Source: an optimization exercise on an open RTL-to-GDS flow (aim: small area, a short achievable clock period and few clock cycles). Production flows keep margins and buffers that such runs may drop. The RTL was checked by simulation tests, not by an equivalence proof against the original design.

$ cat flow/run.sh
#!/bin/bash
# synth_recipe.tcl (not shown) runs the flow's synth.tcl, then flattens the netlist and writes it again
# the make line also repeats each setting of config.mk as NAME=value (left out here)
make -C /OpenROAD-flow-scripts/flow DESIGN_CONFIG=/design/flow/config.mk WORK_HOME=/design/flow/orfs CLKGATE_MAP_FILE= SYNTH_SCRIPT=/design/flow/synth_recipe.tcl finish
$ cat flow/config.mk
export PLATFORM = sky130hd
export DESIGN_NAME = kz_flow_policer
export DESIGN_NICKNAME = kz_flow_policer
export VERILOG_FILES = /design/flow/design.v
export SDC_FILE = /design/flow/constraint.sdc
export NUM_CORES = 4
export LEC_CHECK = 0
export CAP_MARGIN = 20
export CORE_MARGIN = 2
export CORE_UTILIZATION = 40
export SETUP_SLACK_MARGIN = 0.3
export SLEW_MARGIN = 20
$ cat flow/constraint.sdc
create_clock -name core_clock -period 20.0 [get_ports {clk}]
set_input_delay 4.0000 -clock core_clock [delete_from_list [all_inputs] [get_ports {clk}]]
set_output_delay 4.0000 -clock core_clock [all_outputs]
set_load 0.01 [all_outputs]
$ cat flow/design.v
module kz_flow_policer (
    input  wire         clk,
    input  wire         rst,
    input  wire         req_valid,
    output wire         req_ready,
    input  wire [2:0]   req_op,
    input  wire [1:0]   req_idx,
    input  wire [15:0]  req_now,
    input  wire [2:0]   req_cost,
    input  wire [2:0]   req_class,
    input  wire         req_yellow,
    input  wire         req_posted,
    input  wire [127:0] req_data,
    output reg          resp_valid,
    output reg  [2:0]   resp_result,
    output reg  [2:0]   resp_class,
    output reg          resp_never,
    output reg          resp_forgiven,
    output reg  [127:0] resp_ctx
);
    localparam OP_FETCH   = 3'd0;
    localparam OP_ARRIVE  = 3'd1;
    localparam OP_DECIDE  = 3'd2;
    localparam OP_CONFIG  = 3'd3;
    localparam OP_REFRESH = 3'd4;
    localparam RES_DONE    = 3'd0;
    localparam RES_GREEN   = 3'd1;
    localparam RES_YELLOW  = 3'd2;
    localparam RES_SHAPER  = 3'd3;
    localparam RES_RED     = 3'd4;
    localparam RES_DISCARD = 3'd5;
    assign req_ready = 1'b1;
    reg [15:0]        last_q   [0:3];
    reg [26:0]        tc_q     [0:3];    
    reg [26:0]        tp_q     [0:3];
    reg signed [27:0] credit_q [0:3];    
    reg [7:0]         qcount_q [0:3];    
    reg [63:0]        cfg_q    [0:3];    
    wire [15:0]        last   = last_q[req_idx];
    wire [26:0]        tc     = tc_q[req_idx];
    wire [26:0]        tp     = tp_q[req_idx];
    wire signed [27:0] credit = credit_q[req_idx];
    wire [7:0]         qcount = qcount_q[req_idx];
    wire [63:0]        cfg    = cfg_q[req_idx];
    wire [10:0] cir      = cfg[10:0];
    wire [10:0] pir      = cfg[21:11];
    wire [10:0] slope    = cfg[32:22];
    wire [5:0]  cbs      = cfg[38:33];
    wire [5:0]  pbs      = cfg[44:39];
    wire [5:0]  hicredit = cfg[50:45];
    wire [1:0]  shape    = cfg[52:51];
    wire [1:0]  meter    = cfg[54:53];
    wire        red_drop = cfg[55];
    wire [1:0]  yclass   = cfg[58:57];
    wire [1:0]  otag     = cfg[60:59];
    wire shape_credit = (shape == 2'b01);
    wire meter_on     = (meter == 2'b01) || (meter == 2'b10);
    wire meter_aware  = (meter == 2'b10);
    wire [21:0] rc = {15'd0, cir[6:0]}   << cir[10:7];
    wire [21:0] rp = {15'd0, pir[6:0]}   << pir[10:7];
    wire [21:0] rs = {15'd0, slope[6:0]} << slope[10:7];
    wire [26:0] capc = (cbs == 6'd0)      ? 27'd0 : ({7'd0, 1'b1, cbs[2:0], 16'd0} << cbs[5:3]);
    wire [26:0] capp = (pbs == 6'd0)      ? 27'd0 : ({7'd0, 1'b1, pbs[2:0], 16'd0} << pbs[5:3]);
    wire [26:0] caps = (hicredit == 6'd0) ? 27'd0 : ({7'd0, 1'b1, hicredit[2:0], 16'd0} << hicredit[5:3]);
    wire [15:0] dt = req_now - last;                  
    wire [39:0] gc = rc * dt;
    wire [39:0] gp = rp * dt;
    wire [39:0] gs = rs * dt;
    wire [39:0] tc_sum = {13'd0, tc} + gc;
    wire [39:0] tp_sum = {13'd0, tp} + gp;
    wire [26:0] tc_upd = (tc_sum > {13'd0, capc}) ? capc : tc_sum[26:0];
    wire [26:0] tp_upd = (tp_sum > {13'd0, capp}) ? capp : tp_sum[26:0];
    wire signed [41:0] cr_sum = {{14{credit[27]}}, credit} + $signed({2'b00, gs});
    wire signed [41:0] caps_w = $signed({15'd0, caps});
    reg signed [27:0] credit_upd;
    always @(*) begin
        if (!shape_credit)
            credit_upd = credit;
        else if (qcount != 8'd0)
            credit_upd = (cr_sum > caps_w) ? caps_w[27:0] : cr_sum[27:0];
        else if (credit < 0)
            credit_upd = (cr_sum > 42'sd0) ? 28'sd0 : cr_sum[27:0];
        else
            credit_upd = 28'sd0;
    end
    wire [26:0] need = {8'd0, req_cost, 16'd0};
    wire tp_short = (tp_upd < need);
    wire tc_short = (tc_upd < need);
    wire col_red    = meter_on && tp_short;
    wire col_yellow = meter_on && !tp_short && (tc_short || (meter_aware && req_yellow));
    wire shaper_hold = shape_credit && (credit_upd < 0);
    wire as_red      = col_red || (col_yellow && (req_class == 3'd1));
    wire discard     = as_red && req_posted && red_drop;
    wire [26:0] pbs_size = capp;
    wire        never    = (pir[6:0] == 7'd0) || (need > pbs_size);
    wire [2:0] ycls      = (yclass == 2'b00) ? 3'd5 : (yclass == 2'b01) ? 3'd6 : 3'd7;
    wire [2:0] yel_class = (req_class > ycls) ? req_class : ycls;
    wire [26:0] tp_sent = (meter_on) ? (tp_upd - need) : tp_upd;
    wire [26:0] tc_sent = (meter_on && !col_yellow) ? (tc_upd - need) : tc_upd;
    wire signed [27:0] credit_charged = shape_credit ? (credit_upd - $signed({1'b0, need})) : credit_upd;
    wire [7:0]  q_dec = (qcount == 8'd0) ? 8'd0 : (qcount - 8'd1);
    wire signed [27:0] credit_sent = ((q_dec == 8'd0) && (credit_charged > 0)) ? 28'sd0 : credit_charged;
    wire [63:0] new_cfg = {3'b000, req_data[124:64]};
    wire        same_tag = (new_cfg[60:59] == otag);
    wire        shaper_chg = (new_cfg[52:51] != shape) || (new_cfg[32:22] != slope) ||
                             (new_cfg[50:45] != hicredit);
    wire        meter_chg  = (new_cfg[54:53] != meter) || (new_cfg[10:0] != cir) ||
                             (new_cfg[21:11] != pir) || (new_cfg[38:33] != cbs) ||
                             (new_cfg[44:39] != pbs);
    wire        full_reset = new_cfg[56];
    wire [5:0]  n_cbs = new_cfg[38:33];
    wire [5:0]  n_pbs = new_cfg[44:39];
    wire [5:0]  n_hic = new_cfg[50:45];
    wire [26:0] n_capc = (n_cbs == 6'd0) ? 27'd0 : ({7'd0, 1'b1, n_cbs[2:0], 16'd0} << n_cbs[5:3]);
    wire [26:0] n_capp = (n_pbs == 6'd0) ? 27'd0 : ({7'd0, 1'b1, n_pbs[2:0], 16'd0} << n_pbs[5:3]);
    wire [26:0] n_caps = (n_hic == 6'd0) ? 27'd0 : ({7'd0, 1'b1, n_hic[2:0], 16'd0} << n_hic[5:3]);
    reg [15:0]        last_n;
    reg [26:0]        tc_n;
    reg [26:0]        tp_n;
    reg signed [27:0] credit_n;
    reg [7:0]         qcount_n;
    reg [63:0]        cfg_n;
    reg [2:0]         result_n;
    reg [2:0]         class_n;
    reg               never_n;
    reg               forgiven_n;
    always @(*) begin
        last_n     = req_now;
        tc_n       = tc_upd;
        tp_n       = tp_upd;
        credit_n   = credit_upd;
        qcount_n   = qcount;
        cfg_n      = cfg;
        result_n   = RES_DONE;
        class_n    = 3'd0;
        never_n    = 1'b0;
        forgiven_n = 1'b0;
        case (req_op)
            OP_FETCH: begin
                last_n   = req_data[15:0];
                tc_n     = {req_data[29:16], 13'd0};
                tp_n     = {req_data[43:30], 13'd0};
                credit_n = {req_data[58:44], 13'd0};
                qcount_n = 8'd0;
                cfg_n    = {3'b000, req_data[124:64]};
            end
            OP_ARRIVE: begin
                qcount_n = (qcount == 8'hFF) ? 8'hFF : (qcount + 8'd1);
            end
            OP_DECIDE: begin
                if (shaper_hold) begin
                    result_n = RES_SHAPER;
                end else if (as_red) begin
                    if (discard) begin
                        result_n = RES_DISCARD;
                        qcount_n = q_dec;
                    end else begin
                        result_n = RES_RED;
                        never_n  = never;
                    end
                end else begin
                    result_n = col_yellow ? RES_YELLOW : RES_GREEN;
                    class_n  = col_yellow ? yel_class : req_class;
                    tp_n     = tp_sent;
                    tc_n     = tc_sent;
                    credit_n = credit_sent;
                    qcount_n = q_dec;
                end
            end
            OP_CONFIG: begin
                if (same_tag) begin
                    last_n   = last;
                    tc_n     = tc;
                    tp_n     = tp;
                    credit_n = credit;
                end else begin
                    cfg_n = new_cfg;
                    if (shaper_chg) begin
                        forgiven_n = (credit_upd < 0);
                        credit_n   = full_reset ? $signed({1'b0, n_caps}) : 28'sd0;
                    end
                    if (meter_chg) begin
                        tc_n = full_reset ? n_capc : 27'd0;
                        tp_n = full_reset ? n_capp : 27'd0;
                    end
                end
            end
            OP_REFRESH: begin
            end
            default: begin
                last_n   = last;
                tc_n     = tc;
                tp_n     = tp;
                credit_n = credit;
            end
        endcase
    end
    wire [13:0] tc_bank = tc_n[26:13];    
    wire [13:0] tp_bank = tp_n[26:13];
    wire signed [27:0] cr_shift = credit_n >>> 13;    
    wire [14:0] cr_floor = cr_shift[14:0];
    wire [14:0] cr_bank = (cfg_n[52:51] == 2'b10) ? 15'd0 : cr_floor;   
    wire [4:0]  q_bank  = (qcount_n > 8'd31) ? 5'd31 : qcount_n[4:0];
    wire [127:0] ctx_bank = {3'b000, cfg_n[60:0], q_bank, cr_bank, tp_bank, tc_bank, last_n};
    wire accept = req_valid && req_ready;
    always @(posedge clk) begin
        if (accept) begin
            last_q[req_idx]   <= last_n;
            tc_q[req_idx]     <= tc_n;
            tp_q[req_idx]     <= tp_n;
            credit_q[req_idx] <= credit_n;
            qcount_q[req_idx] <= qcount_n;
            cfg_q[req_idx]    <= cfg_n;
        end
    end
    always @(posedge clk) begin
        if (rst) begin
            resp_valid    <= 1'b0;
            resp_result   <= 3'd0;
            resp_class    <= 3'd0;
            resp_never    <= 1'b0;
            resp_forgiven <= 1'b0;
            resp_ctx      <= 128'd0;
        end else begin
            resp_valid <= accept;
            if (accept) begin
                resp_result   <= result_n;
                resp_class    <= class_n;
                resp_never    <= never_n;
                resp_forgiven <= forgiven_n;
                resp_ctx      <= ctx_bank;
            end
        end
    end
endmodule
==> run summary <==
## synth_stat cells, drive strengths merged, types with 37 or more instances
cell type,number
mux4,164
nor3,155
dfxtp,134
a22oi,42
o21ai,210
a21oi,294
edfxtp,668
clkbuf,340
nand4,53
xor2,74
nor4,41
nand3,89
mux2i,90
a311oi,58
o21a,37
nor2,572
nand2,1199
a21o,107
nand2b,57
a22o,45
buf,56
fa,895
inv,1184
or3,56
ha,453
xnor2,134
and2,112
## cell families after synthesis
logic type                 after synthesis
AOI/OAI and AO/OA                     1128
xor gates and xnor gates               208
adders and majority gates             1348
buffers and inverters                 1582
DFF                                    802
muxes                                  275
other                                    2
and+or+nand+nor                       2490
## per-stage QoR
stage	setup TNS (ps)	util (%)	hold slack [ps]	cell area (sq um)
after floorplan	0	-	481	77900
after global placement	0	44.7	447	86100
after detailed placement	-82.2	44.7	448	86100
after CTS	0	46.1	467	88900
after global routing	0	46.2	482	89100
final	0	46.2	465	89100
## worst max-delay path: cells and delay by family
family | cells | cell delay, ps
AO/OA/AOI/OAI | 25 | 4520
adder cells (fa/ha/maj) | 11 | 4310
AND/OR/NAND/NOR | 21 | 4280
buffers and inverters | 12 | 1350
XOR/XNOR | 2 | 550
multiplexers | 1 | 530
## final cells by class
cell class                      instances  area [sq um]
Multi-Input combinational cell       5453         49500
Antenna cell                            3          7.51
Clock buffer                          113          2340
Inverter                             1186          4450
Fill cell                           18026        104000
Timing Repair Buffer                  721          6470
Clock inverter                         43           437
Tap cell                             2526          3160
Sequential cell                       802         22700
## state kept, by name, summed over array words and instances (netlist names)
register / flops
resp_valid: 1
credit_q: 112
resp_result: 3
tc_q: 108
resp_ctx: 125
resp_forgiven: 1
qcount_q: 32
tp_q: 108
last_q: 64
resp_class: 3
cfg_q: 244
resp_never: 1
## layer usage
metal / vias to the layer above / track usage [%]
met5: - / 0
met4: 6 / 12.1
met3: 479 / 5.29
met2: 2499 / 43.5
met1: 31448 / 36.7
li1: 27073 / -
## worst min path at each step
stage / slack (ps) / startpoint / endpoint
3_3_place_gp: 450 / resp_ctx[57]$_SDFFE_PP0P_ / resp_ctx[57]$_SDFFE_PP0P_
3_5_place_dp: 450 / resp_ctx[57]$_SDFFE_PP0P_ / resp_ctx[57]$_SDFFE_PP0P_
6_report: 470 / resp_ctx[11]$_SDFFE_PP0P_ / resp_ctx[11]$_SDFFE_PP0P_
2_1_floorplan: 480 / resp_ctx[27]$_SDFFE_PP0P_ / resp_ctx[27]$_SDFFE_PP0P_
5_1_grt: 480 / resp_ctx[8]$_SDFFE_PP0P_ / resp_ctx[8]$_SDFFE_PP0P_
4_1_cts: 470 / resp_ctx[11]$_SDFFE_PP0P_ / resp_ctx[11]$_SDFFE_PP0P_
## timing repair
item / 4_1_cts / 5_1_grt
buffers inserted: 0 / 5
endpoints found under the setup margin: 0 / 253
resized for setup: 0 / 19
==> metrics.yaml <==
yosys:
  yosysWarnings: 1
  syn_inst: 7835
  synthAdderAreaFrac_pct: 30.4
  synth_seq_cells: 802
  async_reset_ff_share_pct: 0
  synth_compound_area_share_pct: 9.85
  synth_top_area_cell: "edfxtp_1"
  syn_area_sq_mm: 0.0777
  synth_cell_type_count: 106
  synth_top_family_by_area: "adder cells"
  synth.top_cell.area_share_pct: 25.8
  synth_area_leaders: "edfxtp_1, fa_1, ha_1"
  synth_edf_count: 668
  syn_area_per_cell_sq_um: 9.91
  synth_top_flop_cell: "edfxtp_1"
  synth_mux_area_share_pct: 6.22
  synth-xor-area-share_pct: 2.35
  synthSimpleGateAreaFrac_pct: 14.2
  seq_area_frac_synth_pct: 29.3
critical_path:
  crit_start: "req_idx[0]"
  cpMaxStageDelayCell: "or4_4"
  critPathMaxStageDelay_ps: 580
  end_kind: "flop"
  r2r_cells: 71
  path_class: "primary input to flop"
  worstSetupEndpoint: "credit_q[1][4]$_DFFE_PP_"
  r2r_end: "credit_q[1][4]$_DFFE_PP_"
  cp-start-kind: "primary input"
  crit_fanout: 26
  crit_path_frequent_cell: "a21o_1"
  cp.arrival_ps: 19640
  worstPathRequired_ps: 20530
  timing.rr.start: "last_q[1][1]$_DFFE_PP_"
  reg2reg_slack_ps: 4000
route:
  vias_per_cell: 5.67
  vias: 61505
  drcViolationCount: 0
  wl_met2_microns: 123000
  first_pass_iters: 7
  wire_per_inst_microns: 25.0
  drt_iter0_drc: 5424
  postRouteAntennaNets: 0
  wl_met1_microns: 112000
  top_layer_used: "met5"
  wl_microns: 271000
  met3_length_microns: 21900
clock_tree:
  clkSinkCount: 802
  cts_max_level: 3
  clk_root_buffer_cell: "clkbuf_16"
  cts_tree: "done"
  clkTransAtPathRegs_ps: 60
  ctsHoldBuffers: 0
  cts_buffers: 85
  clk_latency_ps: 740
  cts_buffer_depth: 3
place:
  globalplace.congestion: 0.957
  dp_worst_setup_slack_ps: -20.6
  dp.cells: 10683
  numPortBuffers: 285
  dp_hpwl_microns: 212000
grt:
  grt_use_total_pct: 27.5
  grt-ovfl-total: 0
  grt_pass1_wl_microns: 405000
  antenna_found_initial: 11
  grt_max_degree: 113
  grt_pass1_vias: 62859
finish:
  nets: 9757
  layout-drive-gt1-share_pct: 10.7
  layout_common_cells: "nand2_1, inv_1, fa_1"
  fin_cells: 10847
  layout-area-overhead-vs-synth_pct: 14.7
  mostFrequentLayoutCell: "nand2_1"
floorplanning:
  fp.dieH_microns: 445
  dieWidth_microns: 445
  core-area_sq_mm: 0.193
  rows: 161
  start_util_pct: 40.3
  dieArea_sq_mm: 0.198
  ios: 298
hold_path:
  hold_depth: 2
  hold_class: "flop to flop"
sta:
  fin_crit_ps: 19100
  slew_headroom_pct: 24.2
  rsz0062_at_grt: "no"
  tightest_slew_ps: 1140
  hold_viol: 0
  drv_slew: 0
  max_freq_mhz: 52.3
  finClkSkew_ps: 57.8
  setup_violations: 0
  fin_crit_sh_pct: 95.5
  setup_ws_ps: 895
run_status:
  outcome: "no timing/DRC/antenna violations"
run:
  maxCapViolCount: 0
Testbench counts, summed over its fixed seeds: cycles 16,008.

afterwards: timing with drivers on the ports:
The results above use ideal ports. As a check the final layout listed here was re-extracted and re-timed, cells and wires unchanged.
Step 1 assumes that a clkbuf_16 drives the clock port and a buf_2 every other input.
Step 2 also shifts input and output timing later by t, the mid clock arrival at the registers, as if the neighbouring blocks saw the same clock.
Three values: ideal ports, drivers, drivers and shift; two values: the first two.
t, ns: 0.798
slack for setup (ns): 0.895 / 0.873 / 0.074
worst setup path after step 2: input to register
slew at the worst register clock pin (ns): 0.08 / 0.08
pins driven straight from the clock port: 1
After both steps this run still meets setup and hold. For this run, drivers alone change the setup slack by -0.022 ns; drivers and shift together by -0.821 ns.
